From an optimization exercise on the open Yosys and OpenROAD flow, aimed at small area; shortcuts taken in it are not production practice. The RTL was checked by simulation tests, not by an equivalence proof against the original design. Power figures rest on the tool's default switching activity, not on a simulated workload.

==> flow/design.v (outline; a module is shown in full before it is edited, if it fits) <==
// module mod_decim: 6648 lines
// module md_fa: 4 lines
// module md_bx: 3 lines
// module md_bxn: 3 lines
// module md_ha: 4 lines
module mod_decim (
    input  wire        clk,
    input  wire        rst_n,         
    input  wire        en,            
    input  wire [2:0]  cfg_k,         
    input  wire [8:0]  cfg_d,         
    input  wire        cfg_fir,       
    input  wire [15:0] trim_gain,     
    input  wire [15:0] trim_offset,   
    input  wire        tap_we,        
    input  wire [3:0]  tap_addr,
    input  wire [15:0] tap_wdata,     
    input  wire        code_valid,
    input  wire [3:0]  code,
    output wire        smp_valid,
    output wire [23:0] smp_value,
    output wire [1:0]  smp_qual,
    output wire [15:0] smp_seq
);
  // ...
==> flow/run.sh <==
#!/bin/bash
# synth_recipe.tcl (not shown) runs the flow's synth.tcl, then flattens the netlist and writes it again
# the make line also repeats each setting of config.mk as NAME=value (left out here)
make -C /OpenROAD-flow-scripts/flow DESIGN_CONFIG=/design/flow/config.mk WORK_HOME=/design/flow/orfs CLKGATE_MAP_FILE= SYNTH_SCRIPT=/design/flow/synth_recipe.tcl finish
==> flow/config.mk <==
export PLATFORM = sky130hd
export DESIGN_NAME = mod_decim
export DESIGN_NICKNAME = mod_decim
export VERILOG_FILES = /design/flow/design.v
export SDC_FILE = /design/flow/constraint.sdc
export NUM_CORES = 8
export LEC_CHECK = 0
export CAP_MARGIN = 10
export CORE_MARGIN = 2
export CORE_UTILIZATION = 75
export CTS_BUF_LIST = sky130_fd_sc_hd__clkbuf_16
export CTS_CLUSTER_DIAMETER = 100
export CTS_CLUSTER_SIZE = 24
export PLACE_DENSITY = 0.88
export SLEW_MARGIN = 10
export SYNTH_HIERARCHICAL = 1
export SYNTH_MINIMUM_KEEP_SIZE = 0
==> flow/constraint.sdc <==
create_clock -name core_clock -period 24.0 [get_ports {clk}]
set_input_delay 4.8000 -clock core_clock [delete_from_list [all_inputs] [get_ports {clk}]]
set_output_delay 4.8000 -clock core_clock [all_outputs]
set_load 0.01 [all_outputs]
==> flow_summary.html, run 1 <==
<table>
<tr><th>Metric</th><th>Value</th></tr>
<tr><th colspan="2">Finish</th></tr>
<tr><td>Net total in the final layout</td><td>between 9000 and 10000</td></tr>
<tr><td>Fraction of area in registers</td><td>30.29%</td></tr>
<tr><td>Leading cell type in the layout, fill and taps excluded</td><td>fa_1</td></tr>
<tr><td>Non-Filler Instances</td><td>9471</td></tr>
<tr><td>Signal inverters</td><td>roughly 300</td></tr>
<tr><td>Post-route standard cell area excluding fillers</td><td>99050 µm²</td></tr>
<tr><td>Number of flip-flops and latches</td><td>1097</td></tr>
<tr><td>Fraction of area in clock buffers and inverters</td><td>1.675%</td></tr>
<tr><th colspan="2">GRT</th></tr>
<tr><td>Global route overflow</td><td>0</td></tr>
<tr><td>Met3 Use GR</td><td>12.18%</td></tr>
<tr><th colspan="2">Logic synthesis</th></tr>
<tr><td>Net count after synthesis</td><td>roughly 9600</td></tr>
<tr><td>Fraction of synthesized area in multiplexers</td><td>3.162%</td></tr>
<tr><td>Post-synthesis sequential element count</td><td>1097</td></tr>
<tr><td>Avg Synthesized Cell Area</td><td>around 12 µm²</td></tr>
<tr><td>Number of flops mapped to enable cells by yosys</td><td>802</td></tr>
<tr><td>Share of flip-flops with an asynchronous set or reset</td><td>0%</td></tr>
<tr><td>Post-synth cell types</td><td>88</td></tr>
<tr><td>Top cells by area, synth</td><td>fa_1 30%, edfxtp_1 25%, xnor2_1 9.4%</td></tr>
<tr><th colspan="2">Critical path</th></tr>
<tr><td>Worst Path Max Fanout</td><td>39</td></tr>
<tr><td>Required time of the worst setup path</td><td>24.66 ns</td></tr>
<tr><td>Crit path buf inv count</td><td>3</td></tr>
<tr><th colspan="2">Run status</th></tr>
<tr><td>Run status</td><td>no timing/DRC/antenna violations</td></tr>
<tr><th colspan="2">Detailed routing</th></tr>
<tr><td>DRC</td><td>0</td></tr>
<tr><td>Top metal layer carrying routed signals</td><td>met5</td></tr>
<tr><td>Average vias per placed instance</td><td>7.129</td></tr>
<tr><td>Routed wire length</td><td>293.6 mm</td></tr>
<tr><th colspan="2">Place</th></tr>
<tr><td>HPWL after detailed placement</td><td>roughly 220 mm</td></tr>
<tr><th colspan="2">Power and ir drop</th></tr>
<tr><td>Sequential share of power</td><td>35.2%</td></tr>
<tr><td>Power per Cell Area</td><td>roughly 67 nW/µm²</td></tr>
<tr><td>Combinational power share</td><td>48.6%</td></tr>
<tr><td>Clk power</td><td>1.08 mW</td></tr>
<tr><th colspan="2">CTS</th></tr>
<tr><td>Number of sinks driven by the clock tree</td><td>1097</td></tr>
<tr><td>Latest clock arrival within the worst-skew pair</td><td>0.76 ns</td></tr>
<tr><td>PostCTS Resize Cnt</td><td>0</td></tr>
<tr><th colspan="2">STA</th></tr>
<tr><td>Final Hold Violating Endpoints</td><td>0</td></tr>
</table>
==> inputs of run 2 (changes only) <==
--- a/flow/config.mk
+++ b/flow/config.mk
@@ -9,3 +9,3 @@
 export CORE_MARGIN = 2
-export CORE_UTILIZATION = 75
+export CORE_UTILIZATION = 65
 export CTS_BUF_LIST = sky130_fd_sc_hd__clkbuf_16
@@ -13,3 +13,3 @@
 export CTS_CLUSTER_SIZE = 24
-export PLACE_DENSITY = 0.88
+export PLACE_DENSITY = 0.8
 export SLEW_MARGIN = 10
==> run 2 against run 1 <==
Compared with the run above: still clean; final cell count rose by 2.7%; die area rose by 15%; register-to-register slack improved by 0.13 ns; synthesized cell count did not move; area after synthesis did not move; global-route usage fell by 7.5 points; non-clock buffer count rose by 1.
==> flow_summary.html, run 2 <==
<table>
<tr><th>Metric</th><th>Value</th></tr>
<tr><th colspan="2">Run status</th></tr>
<tr><td>Run status</td><td>no timing/DRC/antenna violations (unchanged)</td></tr>
<tr><th colspan="2">Logic synthesis</th></tr>
<tr><td>Net count after synthesis</td><td>9629 (unchanged)</td></tr>
<tr><td>Synthesized netlist cell count</td><td>7950 (unchanged)</td></tr>
<tr><td>Share of flip-flops with an asynchronous set or reset</td><td>0% (unchanged)</td></tr>
<tr><td>Top cells by area, synth</td><td>fa_1 30%, edfxtp_1 25%, xnor2_1 9.4% (unchanged)</td></tr>
<tr><td>Sequential share of the synthesized area</td><td>31.73% (unchanged)</td></tr>
<tr><td>Most common flop cell mapped by yosys</td><td>edfxtp_1 (unchanged)</td></tr>
<tr><td>Portion of synthesized cell area occupied by the leading cell type</td><td>30.14% (unchanged)</td></tr>
<tr><td>Post-synth cell types</td><td>88 (unchanged)</td></tr>
<tr><td>Area of the mapped netlist</td><td>94520 µm² (unchanged)</td></tr>
<tr><td>Total number of yosys warnings</td><td>9 (unchanged)</td></tr>
<tr><td>Post-synthesis cell type with the largest combined area</td><td>fa_1 (unchanged)</td></tr>
<tr><td>Count leader, synth</td><td>fa_1 (unchanged)</td></tr>
<tr><td>Avg Synthesized Cell Area</td><td>11.89 µm² (unchanged)</td></tr>
<tr><td>Post-synthesis sequential element count</td><td>1097 (unchanged)</td></tr>
<tr><td>Ranking of synthesized cells by instance count</td><td>1423 x fa_1, 1017 x xnor2_1, 802 x edfxtp_1, 759 x nand2_1, 634 x a22oi_1 (unchanged)</td></tr>
<tr><td>Number of flops mapped to enable cells by yosys</td><td>802 (unchanged)</td></tr>
<tr><th colspan="2">STA</th></tr>
<tr><td>Final-report max-slew violation count</td><td>0 (unchanged)</td></tr>
<tr><td>Final Hold Violating Endpoints</td><td>0 (unchanged)</td></tr>
<tr><td>Final Cycle Share</td><td>75.93% (was 76.25%)</td></tr>
<tr><td>Slew of the pin with the lowest slew margin</td><td>1.311 ns (was 1.353 ns)</td></tr>
<tr><td>Min Tclk post-route</td><td>18.22 ns (was 18.30 ns)</td></tr>
<tr><td>Peak Freq</td><td>0.05487 GHz (was 0.05464 GHz)</td></tr>
<tr><td>Sum Neg Setup Slack</td><td>0 ns (unchanged)</td></tr>
<tr><td>Remaining max-slew budget at the tightest pin</td><td>11.68% (was 9.125%)</td></tr>
<tr><td>Final-report setup violation count</td><td>0 (unchanged)</td></tr>
<tr><td>Worst-case clock skew</td><td>0.07552 ns (was 0.07474 ns)</td></tr>
<tr><td>Unrepaired setup endpoints after global routing</td><td>false (unchanged)</td></tr>
<tr><td>Fin Hold WS</td><td>0.3835 ns (was 0.3810 ns)</td></tr>
<tr><th colspan="2">GRT</th></tr>
<tr><td>Pin count of the biggest net entering global routing</td><td>155 (was 157)</td></tr>
<tr><td>Global route overflow</td><td>0 (unchanged)</td></tr>
<tr><td>Total routing resource utilization after global routing</td><td>38.54% (was 46.05%)</td></tr>
<tr><td>Via count of the first global-routing pass</td><td>67260 (was 70260)</td></tr>
<tr><td>Wire length of the first global-routing pass</td><td>425.0 mm (was 440.4 mm)</td></tr>
<tr><td>Number of antenna violations at the first check in global routing</td><td>13 (was 16)</td></tr>
<tr><th colspan="2">Critical path</th></tr>
<tr><td>Worst path arrival time</td><td>18.85 ns (was 18.96 ns)</td></tr>
<tr><td>Peak per-stage delay on the critical path</td><td>0.83 ns (was 0.85 ns)</td></tr>
<tr><td>Slowest library cell on the worst path</td><td>a32oi_1 (unchanged)</td></tr>
<tr><td>Category of the worst setup path capture point</td><td>flip-flop (unchanged)</td></tr>
<tr><td>Crit Reg-Reg Startpoint</td><td>shf[0] (was st[1])</td></tr>
<tr><td>Critical path type</td><td>primary input to flip-flop (unchanged)</td></tr>
<tr><td>Most frequent cell on the critical path</td><td>fa_1 (unchanged)</td></tr>
<tr><td>Launching element type of the critical path</td><td>primary input (unchanged)</td></tr>
<tr><td>Worst setup startpoint</td><td>cfg_d[3] (unchanged)</td></tr>
<tr><td>Worst Path Max Fanout</td><td>39 (unchanged)</td></tr>
<tr><td>Required time of the worst setup path</td><td>24.62 ns (was 24.66 ns)</td></tr>
<tr><th colspan="2">Detailed routing</th></tr>
<tr><td>Vias</td><td>65630 (was 67520)</td></tr>
<tr><td>Number of design-rule violations left by the first detailed-router iteration</td><td>9699 (was 11250)</td></tr>
<tr><td>Residual antenna-violating net count after detailed routing</td><td>0 (unchanged)</td></tr>
<tr><td>Routed wire length</td><td>282.8 mm (was 293.6 mm)</td></tr>
<tr><td>DRC</td><td>0 (unchanged)</td></tr>
<tr><td>Average wire per cell in the routed design</td><td>29.09 µm (was 31.00 µm)</td></tr>
<tr><td>Average vias per placed instance</td><td>6.751 (was 7.129)</td></tr>
<tr><td>Number of detailed-route iterations in the first pass</td><td>8 (was 9)</td></tr>
<tr><th colspan="2">Power and ir drop</th></tr>
<tr><td>Switching part of the total</td><td>39.18% (was 40.00%)</td></tr>
<tr><td>IR Drop Worst-Case VDD</td><td>0.1322 mV (was 0.1238 mV)</td></tr>
<tr><td>Part of the total power dissipated in the clock network</td><td>16.3% (was 16.2%)</td></tr>
<tr><td>Cell-internal power</td><td>3.960 mW (was 3.980 mW)</td></tr>
<tr><td>Sequential share of power</td><td>35.7% (was 35.2%)</td></tr>
<tr><td>Combinational power share</td><td>48.0% (was 48.6%)</td></tr>
<tr><td>Power per Cell Area</td><td>65.52 nW/µm² (was 66.97 nW/µm²)</td></tr>
<tr><td>Net switching power</td><td>2.551 mW (was 2.653 mW)</td></tr>
<tr><td>Leakage</td><td>38.40 nW (was 38.39 nW)</td></tr>
<tr><th colspan="2">Job</th></tr>
<tr><td>Maximum Capacitance Violations</td><td>0 (unchanged)</td></tr>
<tr><th colspan="2">CTS</th></tr>
<tr><td>Buffer depth of the longest clock path</td><td>3 (unchanged)</td></tr>
<tr><td>Count of hold buffers inserted by post-cts repair</td><td>0 (unchanged)</td></tr>
<tr><td>Number of buffers inserted during clock tree synthesis</td><td>54 (was 55)</td></tr>
<tr><td>Number of sinks driven by the clock tree</td><td>1097 (unchanged)</td></tr>
<tr><td>CTS clk-pin slew, worst paths</td><td>0.10 ns (about the same)</td></tr>
<tr><td>Latest clock arrival within the worst-skew pair</td><td>0.73 ns (was 0.76 ns)</td></tr>
<tr><td>Post-CTS Setup Inserts</td><td>0 (unchanged)</td></tr>
<tr><td>Root Buffer</td><td>clkbuf_16 (unchanged)</td></tr>
<tr><td>TritonCTS clock tree</td><td>done (unchanged)</td></tr>
<tr><td>PostCTS Resize Cnt</td><td>0 (unchanged)</td></tr>
<tr><td>CTS H-tree depth</td><td>2 (unchanged)</td></tr>
<tr><th colspan="2">Finish</th></tr>
<tr><td>Max reg flops</td><td>360 (unchanged)</td></tr>
<tr><td>Biggest registers after layout</td><td>ring x360, taps x256, rg x46 (unchanged)</td></tr>
<tr><td>Post-route standard cell area excluding fillers</td><td>99370 µm² (was 99050 µm²)</td></tr>
<tr><td>Leading cell type in the layout, fill and taps excluded</td><td>fa_1 (unchanged)</td></tr>
<tr><td>Proportion of layout cells with a drive suffix above 1</td><td>6.784% (was 6.733%)</td></tr>
<tr><td>Reg with most FFs</td><td>ring (unchanged)</td></tr>
<tr><td>Layout area overhead</td><td>5.123% (was 4.788%)</td></tr>
<tr><td>Net total in the final layout</td><td>9451 (unchanged)</td></tr>
<tr><td>Most frequent cells in the layout</td><td>1422 x fa_1, 1017 x xnor2_1, 802 x edfxtp_1 (unchanged)</td></tr>
<tr><td>Filler instances</td><td>10250 (was 7466)</td></tr>
<tr><th colspan="2">Die</th></tr>
<tr><td>Top Ports</td><td>117 (unchanged)</td></tr>
<tr><td>Num rows</td><td>139 (was 130)</td></tr>
<tr><td>Starting Density</td><td>65.64% (was 75.37%)</td></tr>
<tr><td>Core Region</td><td>144000 µm² (was 125400 µm²)</td></tr>
<tr><td>Chip height</td><td>385.3 µm (was 359.0 µm)</td></tr>
<tr><td>Die X-Extent</td><td>385.3 µm (was 359.0 µm)</td></tr>
<tr><td>Area of the die</td><td>148500 µm² (was 128900 µm²)</td></tr>
<tr><th colspan="2">Min path</th></tr>
<tr><td>Hold Startpoint</td><td>ring[12][9] (was ring[8][1])</td></tr>
<tr><td>Kind of path behind the tightest hold check</td><td>flip-flop to flip-flop (unchanged)</td></tr>
<tr><th colspan="2">Place</th></tr>
<tr><td>Placement Cell Area</td><td>97690 µm² (was 97350 µm²)</td></tr>
<tr><td>Routability congestion estimate from global placement</td><td>1.029 (was 1.034)</td></tr>
<tr><td>HPWL after detailed placement</td><td>211.9 mm (was 216.2 mm)</td></tr>
<tr><td>Count of input and output buffers</td><td>116 (unchanged)</td></tr>
</table>
[run 2: metrics by stage]
step | instances | power, mW | setup slack (ns) | utilization (%)
after CTS | 9715 | 6.475 | 5.832 | 68.98
after global routing | 9718 | 6.860 | 5.394 | 69.00
after detailed placement | 9618 | 5.428 | 5.096 | 67.84
after floorplan | 7950 | 4.232 | 4.768 | -
final | 9722 | 6.510 | 5.777 | 69.00
after global placement | 9618 | 5.278 | 5.325 | 67.84
[run 2: path summary, 6_finish.rpt]
path,to,slack [ns],depth (start not counted)
worst max-delay path,sacc[47],5.78,35
worst min-delay path,ring[1][9],0.38,0
worst max register to register,i4[36],6.15,43
worst min register to register,ring[1][9],0.38,0
[run 2: modules after synthesis, one instance, submodules excluded]
module,copies in the design,flip-flops and latches,cells,cell area (µm²)
md_bx,990,0,1,8.758
md_bxn,38,0,1,8.758
md_fa,1422,0,1,20.02
md_ha,104,0,1,12.51
mod_decim,1,1097,5396,55750
[run 2: routing by layer]
layer  GRT usage (%)  up-vias  share of wire, %
met3           7.859      994                12
met2           56.99     4833                44
met1           53.31    32940                36
li1                -    26850                 -
met5               0        -             0.041
met4           22.55       16               7.3
[run 2: cell families (layout without fill, tap and decap cells)]
| logic type | count (synthesis) | count (layout) | synth area share [%] |
|---|---|---|---|
| simple gates | 1510 | 1510 | 7.253 |
| xor+xnor | 1071 | 1071 | 9.924 |
| other cells | 0 | 6 | 0 |
| buf+inv | 903 | 766 | 3.925 |
| flops | 1097 | 1097 | 31.73 |
| fa+ha+maj | 1606 | 1606 | 32.56 |
| mux | 272 | 272 | 3.162 |
| compound gates | 1491 | 1491 | 11.45 |
[run 2: area by class of cell]
class / count / area, µm² / area share (%)
repair buffers: 370 / 3075 / 3.095
flip-flops and latches: 1097 / 30000 / 30.20
diodes: 6 / 15.01 / 0.01511
multi-input cells: 5950 / 61120 / 61.51
clock inverters: 42 / 267.8 / 0.2695
well taps: 1903 / 2381 / 2.396
inverters: 299 / 1122 / 1.129
clock buffers: 55 / 1376 / 1.385
[run 2: worst max-delay path: cells and delay by family]
| kind | cells | cell delay, ns |
|---|---|---|
| adder cells (fa/ha/maj) | 28 | 11.30 |
| AO/OA/AOI/OAI | 1 | 0.83 |
| multiplexers | 1 | 0.26 |
| AND/OR/NAND/NOR | 1 | 0.11 |
| buffers and inverters | 3 | 1.31 |
| XOR/XNOR | 1 | 0.21 |
[run 2: power groups by stage]
stage | logic, mW | registers [mW] | clock network (mW)
floorplan | 1.91 | 2.32 | 0
global placement | 2.92 | 2.36 | 0
detailed placement | 3.06 | 2.37 | 0
CTS | 3.08 | 2.32 | 1.07
global route | 3.39 | 2.34 | 1.13
finish | 3.13 | 2.32 | 1.06

[re-timing with driven ports]
Ports are ideal in the flow. The routed layouts listed here were re-timed in OpenROAD. Step 1, drivers: a clkbuf_16 drives clk and a buf_2 each remaining input, both assumed. Step 2 adds t to the input delays and takes it off the output delays; t is the mean of the earliest and latest rising clock arrival at the registers after step 1. Input paths then give back, and output paths get back, about the clock's delay inside the block. a / b / c = no drivers / after step 1 / after step 2; a / b = the first two.
run	t (ns)	setup slack, ns	worst hold slack (ns)	worst register clock-pin slew, ns	worst data-port slew with drivers (ns)
run 1	0.807	5.699 / 5.746 / 4.939	0.381 / 0.381 / 0.381	0.11 / 0.11	0.13
run 2	0.775	5.777 / 5.832 / 5.057	0.383 / 0.383 / 0.383	0.11 / 0.11	0.14
After both steps setup and hold are still met in every run listed. For run 1, which loses most, drivers alone change the setup slack by +0.047 ns; drivers and shift together by -0.760 ns.
